From an optimization exercise on the open Yosys and OpenROAD flow, aimed at small area, a short achievable clock period and few clock cycles per item; shortcuts taken in it are not production practice.
At most, simulation tests tie the RTL to the original design; equivalence was not proved.

== build 95 ==
## cmac_tag
module cmac_tag (
    input  wire         clk,
    input  wire         rst,           
    input  wire         in_valid,
    output wire         in_ready,
    input  wire         in_first,      
    input  wire         in_last,       
    input  wire [4:0]   in_nbytes,     
    input  wire [127:0] in_data,
    input  wire [127:0] key,
    output reg          tag_valid,
    output reg  [63:0]  tag
);
clock: 10.0 ns
lec_check: 0
cap_margin: 20
core_margin: 2
core_utilization: 50
cts_cluster_diameter: 70
cts_cluster_size: 24
gpl_routability_driven: 0
place_density: 0.6
setup_slack_margin: 4
slew_margin: 20
standard.sh (not shown) runs the stock make flow with config.mk's settings and CLKGATE_MAP_FILE= SYNTH_SCRIPT=/design/flow/synth_recipe.tcl, a recipe that flattens the netlist after the stock synthesis.
==> flow/flow/run.sh <==
#!/bin/bash
# Layout flow: the standard flow (standard.sh), with synthesis run by
# flow/synth_custom.tcl, which maps logic with an area-recovering ABC script,
# and the port buffers made of buf_1 cells.
set -euo pipefail
cd "$(dirname "$0")/.."
W=$PWD
bash standard.sh SYNTH_SCRIPT=$W/flow/synth_custom.tcl \
  "BUFFER_PORTS_ARGS=-buffer_cell sky130_fd_sc_hd__buf_1" \
  finish > $W/flow_orfs.log 2>&1
==> flow/flow/abc_custom.script <==
strash
&get -n
&st
&dch
&nf -R 20 -p
&put
topo
stime -c
buffer -c
upsize -c
dnsize -c
==> flow/flow/synth_custom.tcl <==
# The standard flow's synthesis (synth_recipe.tcl) with one change: ABC maps with an
# area-recovering script instead of ORFS's abc_speed.script.
set ::custom_abc_script [file join [file dirname [file normalize [info script]]] abc_custom.script]
proc synth {args} { yosys synth -nofsm -noshare {*}$args }
proc abc {args} {
  set i [lsearch -exact $args -script]
  if { $i >= 0 } {
    set args [lreplace $args [expr {$i + 1}] [expr {$i + 1}] $::custom_abc_script]
  }
  yosys abc {*}$args
}
source $::env(SCRIPTS_DIR)/synth.tcl
# left out here: clear keep_hierarchy, flatten, clean up, hide names made inside functions, write 1_2_yosys.v
Testbench counts of build 95, summed over its fixed seeds: cycles 16,804, messages 480.
> inputs changed (build 95 -> build 38)
Settings: SETUP_SLACK_MARGIN changed from 4 to 4.6.
## What came out
Build 38 finished every step from synthesis to the final layout, and the layout passed the timing, design-rule and antenna checks. Changes observed in build 38 relative to build 95: top fanout value on the critical path decreased 8, global-route track usage on met3 saw an increase. In the reports for build 95 and build 38, the larger final net count belongs to build 38. Taking build 95 as the reference, in build 38 worst setup slack after layout up 0.37 ns; minimum clock period shrank by 0.37 ns. Of the two values seen for critical path endpoint, rk[2] was produced by build 38 and rk[14] by build 95.
Modified inputs, build 54 compared to build 38
Settings: SETUP_SLACK_MARGIN: 4.6 -> 3.5.
==> run notes <==
Re number of synthesized flops with an enable pin: no difference whatsoever between build 38 and build 54.
[compare] base=build 38 new=build 54: number of cells on the critical path went down 5, fmax went down about 13%, required time of the worst setup path went up 0.04 ns.
Build 54: full flow OK, the timing, design-rule and antenna checks passed
[inputs] build 63 vs build 54
Settings: swapping 0.6 for 0.5 in PLACE_DENSITY; swapping 50 for 40 in CORE_UTILIZATION; swapping 3.5 for 4.1 in SETUP_SLACK_MARGIN.
Notes after the runs:
Build 63 finished end to end and its layout was clean on timing, DRC and antenna.
Build 63 vs build 54, buffer count from post-CTS setup fixing went up by 5.
Build 63 vs build 54 — final net count climbed slightly
Minimum clock period after layout | build 63 below build 54
When the final numbers for build 54 and build 63 were put side by side, the core utilization turned out to be greater in build 54.
Setup slack was lower in the run labelled build 54.

## P
cmac_tag, a different RTL version from the one above (not shown whole).
For scale: ~6000 cells after synthesis, about 590 flip-flops, about 330 I/O pins, ~55000 µm² of cells after synthesis.
// cmac_tag
module cmac_tag (
    input  wire         clk,
    input  wire         rst,           
    input  wire         in_valid,
    output wire         in_ready,
    input  wire         in_first,      
    input  wire         in_last,       
    input  wire [4:0]   in_nbytes,     
    input  wire [127:0] in_data,
    input  wire [127:0] key,
    output reg          tag_valid,
    output reg  [63:0]  tag
);
export LEC_CHECK = 0
export CAP_MARGIN = 20
export CORE_MARGIN = 2
export CORE_UTILIZATION = 50
export CTS_CLUSTER_DIAMETER = 70
export CTS_CLUSTER_SIZE = 24
export GPL_ROUTABILITY_DRIVEN = 0
export PLACE_DENSITY = 0.6
export SETUP_SLACK_MARGIN = 3.5
export SLEW_MARGIN = 20
create_clock -name core_clock -period 10.0 [get_ports {clk}]
Scripts as last shown in full above: flow/flow/run.sh, flow/flow/abc_custom.script, flow/flow/synth_custom.tcl
P: done, clean on timing, DRC and antenna
Testbench counts of P, summed over its fixed seeds: cycles 16,804, messages 480.
Changes in Q relative to P:
- removing GPL_ROUTABILITY_DRIVEN (formerly 0)
- changing CORE_UTILIZATION from 50 to 40
- removing CTS_CLUSTER_DIAMETER (formerly 70)
- removing CTS_CLUSTER_SIZE (formerly 24)
- changing PLACE_DENSITY from 0.6 to 0.5
## What came out
P → Q: wire length of the first global-routing pass moved up; number of buffers created by CTS increased 24; detailed-placement wirelength estimate now sits higher; final critical delay including setup and external delays rose 110 ps. In Q, highest achievable clock rate is lower than in P. The core of Q is less densely filled than that of P.
### Q -> R
- putting CTS_CLUSTER_SIZE at 24 where nothing was set
- putting CTS_CLUSTER_DIAMETER at 70 where nothing was set
Results
- Share of the core filled with cells: R and Q compared, lower one is R
- [compare] base=Q new=R: maximum operating frequency +0.60%.
- Setup slack: R more than Q
- When the final numbers for R and Q were put side by side, the clock-pin transition on the worst setup and hold timing paths turned out to be smaller in Q.
- Final period demand of the worst path (lower): R
Setup changes, R to S
- CORE_UTILIZATION: 40 -> 50
- CTS_CLUSTER_DIAMETER: 70 -> unset
- PLACE_DENSITY: 0.5 -> 0.6
- CTS_CLUSTER_SIZE: 24 -> unset
--- outcome ---
S | status: complete | timing, DRC, antenna: pass. A endpoint of the worst setup timing path of rk[19] is what S shows, while rk[5] belongs to R. From S to R, fraction of synthesized cell area in xor and xnor cells did not move at all. Taking R as the reference, in S total vias in the final route up about 1.6%; buffer and inverter count on the worst path -1. Global placement routability congestion grows by a few percent when moving from R to S. In the metrics for S and R, the one carrying the higher cell area is R. The clock latency on the worst-skew pair in S sits 60 ps below the value recorded for R. Across both runs, number of cells upsized or downsized after cts was lower for S than for R. R → S: cell count of the worst reg-to-reg path has increased; total length of routed met3 wires picked up an extra 13%. Taking R as the reference point, the worst hold margin of S rises by 16 ps. In the reports for S and R, the smaller number of standard-cell rows in the floorplan belongs to S.

Another version of the RTL of cmac_tag (not shown whole).
For scale: about 6000 cells after synthesis, roughly 590 flip-flops, ~330 I/O pins.
==> flow/config.mk <==
export PLATFORM = sky130hd
export DESIGN_NAME = cmac_tag
export DESIGN_NICKNAME = cmac_tag
export VERILOG_FILES = /design/flow/design.v
export SDC_FILE = /design/flow/constraint.sdc
export NUM_CORES = 8
export LEC_CHECK = 0
export CAP_MARGIN = 20
export CORE_MARGIN = 2
export CORE_UTILIZATION = 50
export PLACE_DENSITY = 0.6
export SETUP_SLACK_MARGIN = 3.8
export SLEW_MARGIN = 20
==> flow/constraint.sdc <==
create_clock -name core_clock -period 10.0 [get_ports {clk}]
set_input_delay 2.0000 -clock core_clock [delete_from_list [all_inputs] [get_ports {clk}]]
set_output_delay 2.0000 -clock core_clock [all_outputs]
set_load 0.01 [all_outputs]
Scripts as last shown in full above: flow/flow/run.sh, flow/flow/abc_custom.script, flow/flow/synth_custom.tcl
Testbench counts at the start, summed over its fixed seeds: cycles 16,804, messages 480.
Change:
- SETUP_SLACK_MARGIN: 3.8 -> 3.5
Fmax goes down by a few percent.
Worst setup slack is worse by 0.32 ns.
Global-route usage is lower by 0.10 points.
Cell area came out lower by a few percent.
Routed wire length goes down slightly.
Non-clock buffer count went down by 67.
Via count shrinks slightly.
Change:
- CORE_UTILIZATION: 50 -> 60
- PLACE_DENSITY: 0.6 -> 0.7
After rerunning: The new run completed with no timing, DRC or antenna violations; core utilization rose by 11 points; non-clock buffer count is lower by 2; count of clock-buffer cells in the layout went down by 5; global-route usage grows by 5.4 points; fmax is about the same.
Change:
- CORE_UTILIZATION: 60 -> 50
- CTS_CLUSTER_DIAMETER: not set -> 60
- CTS_CLUSTER_SIZE: not set -> 20
- PLACE_DENSITY: 0.7 -> 0.6
=>
- core utilization went down by 11 points
- maximum frequency went up by 0.78%
- clock skew went up by 0.020 ns
- global-route usage went down by 5.5 points
- critical path depth went down by 4
- register-to-register slack improved by 0.05 ns
- worst setup slack improved by 0.050 ns
Change:
- CTS_CLUSTER_DIAMETER: 60 -> 70
- CTS_CLUSTER_SIZE: 20 -> 24
=> Via count is about the same; cell area fell slightly.
Change:
- CORE_UTILIZATION: 50 -> 40
- CTS_CLUSTER_DIAMETER: 70 -> not set
- CTS_CLUSTER_SIZE: 24 -> not set
- PLACE_DENSITY: 0.6 -> 0.5
After rerunning:
- The new run passed the timing, design-rule and antenna checks
- routed wire length increases by a little under a tenth
- sequential share of layout area decreases by 0.40 points
- first-iteration DRC count decreases slightly
- clock-buffer cell count increases by 54
- worst setup slack improved by 0.14 ns
- synthesized area does not change
- cell count increases by a few percent

Another version of the RTL of cmac_tag (not shown whole).
For scale: ~6,200 cells after synthesis, roughly 620 flip-flops, about 330 I/O pins, ~0.056 sq mm of cells after synthesis.
clock: 10.0 ns
lec_check: 0
cap_margin: 20
core_margin: 2
core_utilization: 50
cts_cluster_diameter: 70
cts_cluster_size: 24
gpl_routability_driven: 0
place_density: 0.6
setup_slack_margin: 4.6
slew_margin: 20
Scripts as last shown in full above: flow/flow/run.sh, flow/flow/abc_custom.script, flow/flow/synth_custom.tcl
The starting point completed without violations.
==> next run, changes <==
- SETUP_SLACK_MARGIN: 4.6 -> 4.3
=> Final cell count falls by about 2.7%. Final area falls by 6.7%. Maximum frequency falls by about 2.2%. Setup slack is worse by 120 ps. Wire length falls by about 3%. Sequential share of layout area rises by 1.4 points.
No run of this note included a check of the RTL's function; only the layout flow was run.

## job 103
cmac_tag, a different RTL version from the one above (not shown whole).
For scale: roughly 5900 cells after synthesis, ~600 flip-flops, roughly 330 I/O pins, roughly 53000 µm² of cells after synthesis.
==> flow/config.mk <==
export PLATFORM = sky130hd
export DESIGN_NAME = cmac_tag
export DESIGN_NICKNAME = cmac_tag
export VERILOG_FILES = /design/flow/design.v
export SDC_FILE = /design/flow/constraint.sdc
export NUM_CORES = 8
export LEC_CHECK = 0
export CAP_MARGIN = 20
export CORE_MARGIN = 2
export CORE_UTILIZATION = 50
export PLACE_DENSITY = 0.6
export SETUP_SLACK_MARGIN = 3
export SLEW_MARGIN = 20
==> flow/constraint.sdc <==
create_clock -name core_clock -period 10.0 [get_ports {clk}]
set_input_delay 2.0000 -clock core_clock [delete_from_list [all_inputs] [get_ports {clk}]]
set_output_delay 2.0000 -clock core_clock [all_outputs]
set_load 0.01 [all_outputs]
==> flow/flow/abc_custom.script <==
strash
&get -n
&st
&dch
&nf -R 1000 -p
&put
topo
stime -c
buffer -c
upsize -c
dnsize -c
Scripts as last shown in full above: flow/flow/run.sh, flow/flow/synth_custom.tcl
Job 103 reached the final stage; the timing, design-rule and antenna checks on its layout passed.
Changes in job 102 relative to job 103:
--- a/flow/config.mk
+++ b/flow/config.mk
@@ -11,3 +11,3 @@
 export PLACE_DENSITY = 0.6
-export SETUP_SLACK_MARGIN = 3
+export SETUP_SLACK_MARGIN = 3.5
 export SLEW_MARGIN = 20
==> run notes <==
Job 103 closes out successfully: all stages finished, all timing, DRC and antenna checks passed.
The flow did not stop early for job 102: all stages ran, and the layout cleared the timing, design-rule and antenna checks.
Job 103 → job 102: cell area after layout has increased.
Job 103 reports its cell at the slowest stage of the critical path as xnor2_1 while job 102 reports dfxtp_1.
Compared with job 103, in job 102 met1 wire length decreased by about 2% relative to the old numbers; area growth from synthesis to layout increased by 5.0 points relative to the old numbers.
Delta (job 102 minus job 103): post-layout worst setup margin saw an increase, first-pass GRT wire length now smaller.
No run of this note included a check of the RTL's function; only the layout flow was run.

wip/zinc:
cmac_tag, a different RTL version from the one above (not shown whole).
Size in the first run: ~6,500 cells after synthesis, ~600 flip-flops, ~330 I/O pins, ~55,000 µm² of cells after synthesis.
clock: 10.0 ns
lec_check: 0
cap_margin: 20
core_margin: 2
core_utilization: 50
place_density: 0.6
setup_slack_margin: 4
slew_margin: 20
Scripts as last shown in full above: flow/flow/run.sh, flow/flow/abc_custom.script, flow/flow/synth_custom.tcl
wip/zinc went all the way through the flow, and no timing, DRC or antenna check failed.
For wip/lagoon, these inputs were changed with respect to wip/zinc:
Settings: SETUP_SLACK_MARGIN changed from 4 to 3.
Results
After detailed routing, wip/zinc needs more wire than wip/lagoon. wip/zinc and wip/lagoon ended up with roughly the same cell area after placement. Per the comparison of wip/lagoon with wip/zinc, worst setup slack decreased by 0.86 ns relative to the old numbers; global placement routability congestion closely matched the old numbers. Comparing wip/lagoon against wip/zinc, there is no change at all in clock tree buffer count of the final layout. Final clock period utilization by the worst path: wip/zinc and wip/lagoon compared, lower one is wip/zinc. wip/zinc -> wip/lagoon: critical path depth decreased by a few percent.
No functional check of the RTL was part of any run of this note.

Setup of v21:
Another version of the RTL of cmac_tag (not shown whole).
Size: about 6,600 cells after synthesis, ~600 flip-flops, ~330 I/O pins, roughly 0.055 sq mm of cells after synthesis.
export LEC_CHECK = 0
export CAP_MARGIN = 20
export CORE_MARGIN = 2
export CORE_UTILIZATION = 50
export PLACE_DENSITY = 0.6
export SETUP_SLACK_MARGIN = 3
export SLEW_MARGIN = 20
create_clock -name core_clock -period 10.0 [get_ports {clk}]
==> flow/flow/abc_custom.script <==
strash
&get -n
&st
&dch
&nf -R 1000
&put
topo
stime -c
Scripts as last shown in full above: flow/flow/run.sh, flow/flow/synth_custom.tcl
Testbench counts of v21, summed over its fixed seeds: cycles 16,796, messages 480.
diff inputs: v21 => v10
==> flow/flow/abc_custom.script <==
strash
&get -n
&st
&dch
&nf -R 1000 -p
&put
topo
stime -c
buffer -c
upsize -c
dnsize -c
## What came out
Total number of nets in the final design ended up 0.93% lower on v10 than on v21. Compared with v21, the router placed more vias in v10. Compared with v21, v10 shows a initial antenna violation count that is 14 higher. Of v10 and v21, the run reporting the higher pre-CTS setup slack was v10. Higher number of buffers and inverters on the critical path among v10 and v21: v21.
--- input diff v10..v11 ---
Settings: CORE_UTILIZATION: 50 -> 25; PLACE_DENSITY: 0.6 -> 0.4.
==> flow/flow/abc_custom.script <==
strash
&get -n
&st
&dch
&nf -R 1000
&put
topo
stime -c
buffer -c
upsize -c
dnsize -c
==> comparison <==
On sequential share of layout area: v11 sits below v10.
Taking v10 as the reference point, the DRC violation total after the first TritonRoute iteration of v11 falls by 1,401.
Changes in v18 relative to v11:
Settings: putting CTS_BUF_LIST at sky130_fd_sc_hd__clkbuf_4 sky130_fd_sc_hd__clkbuf_8 where nothing was set.
Findings:
- v18 ended up with a higher via count than v11 did.
- Compared with v11, in v18 total length of routed wires higher; detailed-route wire length per cell lower; post-cts resize count higher.
Edits applied to the flow inputs when going from v18 to v58:
Settings: CTS_BUF_LIST no longer set, was sky130_fd_sc_hd__clkbuf_4 sky130_fd_sc_hd__clkbuf_8; SETUP_SLACK_MARGIN now 5, was 3.
==> flow/flow/run.sh <==
#!/bin/bash
# Layout flow: the standard flow (standard.sh), with synthesis run by
# flow/synth_custom.tcl, which maps logic with an area-recovering ABC script.
set -euo pipefail
cd "$(dirname "$0")/.."
W=$PWD
bash standard.sh SYNTH_SCRIPT=$W/flow/synth_custom.tcl finish > $W/flow_orfs.log 2>&1
==> run notes <==
- The flow did not stop early for v58: all stages ran, and the layout cleared the timing, design-rule and antenna checks.
- Final cell area excluding filler cells ended up about 40% higher on v58 than on v18.
- Min multi-input gate share of total cell area across v58 and v18: v58
- v58 vs v18 — time the worst path needs with I/O delays and setup dropped 1.07 ns.
- Going from v18 to v58, storage element area now larger, headroom to the max-slew limit moved down, utilization now sits higher, final clock period utilization by the worst path lower.
- v58 vs v18: routed wire length up by a little under 10%
Input changes introduced in v57 (baseline for comparison: v58):
Settings: SETUP_SLACK_MARGIN: 5 -> 3.
--- outcome ---
v58 and v57 ended up with nearly the same standard-cell row count. Diff v58 and v57: number of DRC markers after the initial detailed-route iteration higher in v57. Per the comparison of v57 with v58, post-layout instance area went down; hold slack did not really move.

afterwards: timing with drivers on the ports:
How much do the figures lean on ideal ports? The routed layouts below were timed once more, with nothing changed but the port constraints. Step 1 (the two cells are an assumption about what drives the block):
set clk [get_ports {clk}]
set_driving_cell -lib_cell sky130_fd_sc_hd__clkbuf_16 $clk
set_driving_cell -lib_cell sky130_fd_sc_hd__buf_2 [delete_from_list [all_inputs] $clk]
Step 2 also shifts input and output timing later by t, the mid clock arrival at the registers, as if the neighbouring blocks saw the same clock. Slacks: ideal / step 1 / step 2; pairs: ideal / step 1.
run | t (ns) | setup WS [ns] | worst setup path at the end | worst data-port slew with drivers (ns)
build 95 | 0.751 | 4.065 / 4.065 / 4.065 | register to register | 0.19
build 38 | 0.754 | 4.435 / 4.435 / 3.976 | input to register | 0.20
build 54 | 0.756 | 3.617 / 3.617 / 3.617 | register to register | 0.20
build 63 | 0.803 | 4.187 / 4.187 / 4.187 | register to register | 0.25
P | 0.758 | 3.725 / 3.725 / 3.725 | register to register | 0.19
Q | 0.750 | 3.620 / 3.620 / 3.620 | register to register | 0.18
R | 0.778 | 3.657 / 3.657 / 3.657 | register to register | 0.18
S | 0.722 | 3.694 / 3.694 / 3.694 | register to register | 0.21
the first run of note 3 | 0.732 | 3.935 / 3.935 / 3.685 | input to register | 0.18
the second run of note 3 | 0.728 | 3.613 / 3.613 / 3.613 | register to register | 0.19
the third run of note 3 | 0.710 | 3.619 / 3.619 / 3.619 | register to register | 0.13
the fourth run of note 3 | 0.743 | 3.669 / 3.669 / 3.661 | input to register | 0.18
the fifth run of note 3 | 0.768 | 3.611 / 3.611 / 3.611 | register to register | 0.19
the sixth run of note 3 | 0.762 | 3.751 / 3.751 / 3.751 | register to register | 0.21
the first run of note 4 | 0.766 | 4.558 / 4.558 / 4.379 | input to register | 0.15
the second run of note 4 | 0.762 | 4.435 / 4.435 / 4.422 | input to register | 0.15
job 103 | 0.732 | 3.308 / 3.308 / 3.308 | register to register | 0.15
job 102 | 0.740 | 3.667 / 3.667 / 3.667 | register to register | 0.17
wip/zinc | 0.729 | 4.017 / 4.017 / 3.741 | input to register | 0.15
wip/lagoon | 0.727 | 3.161 / 3.161 / 3.161 | register to register | 0.16
v21 | 0.730 | 3.157 / 3.157 / 3.157 | register to register | 0.17
v10 | 0.738 | 3.275 / 3.275 / 3.275 | register to register | 0.20
v11 | 0.816 | 3.271 / 3.271 / 3.271 | register to register | 0.22
v18 | 0.972 | 3.289 / 3.289 / 3.289 | register to register | 0.22
v58 | 0.814 | 4.357 / 4.357 / 3.828 | input to register | 0.26
v57 | 0.823 | 3.229 / 3.229 / 3.229 | register to register | 0.17
After both steps setup and hold are still met in every run listed. For v58, which loses most, drivers alone change the setup slack by 0.000 ns; drivers and shift together by -0.529 ns.
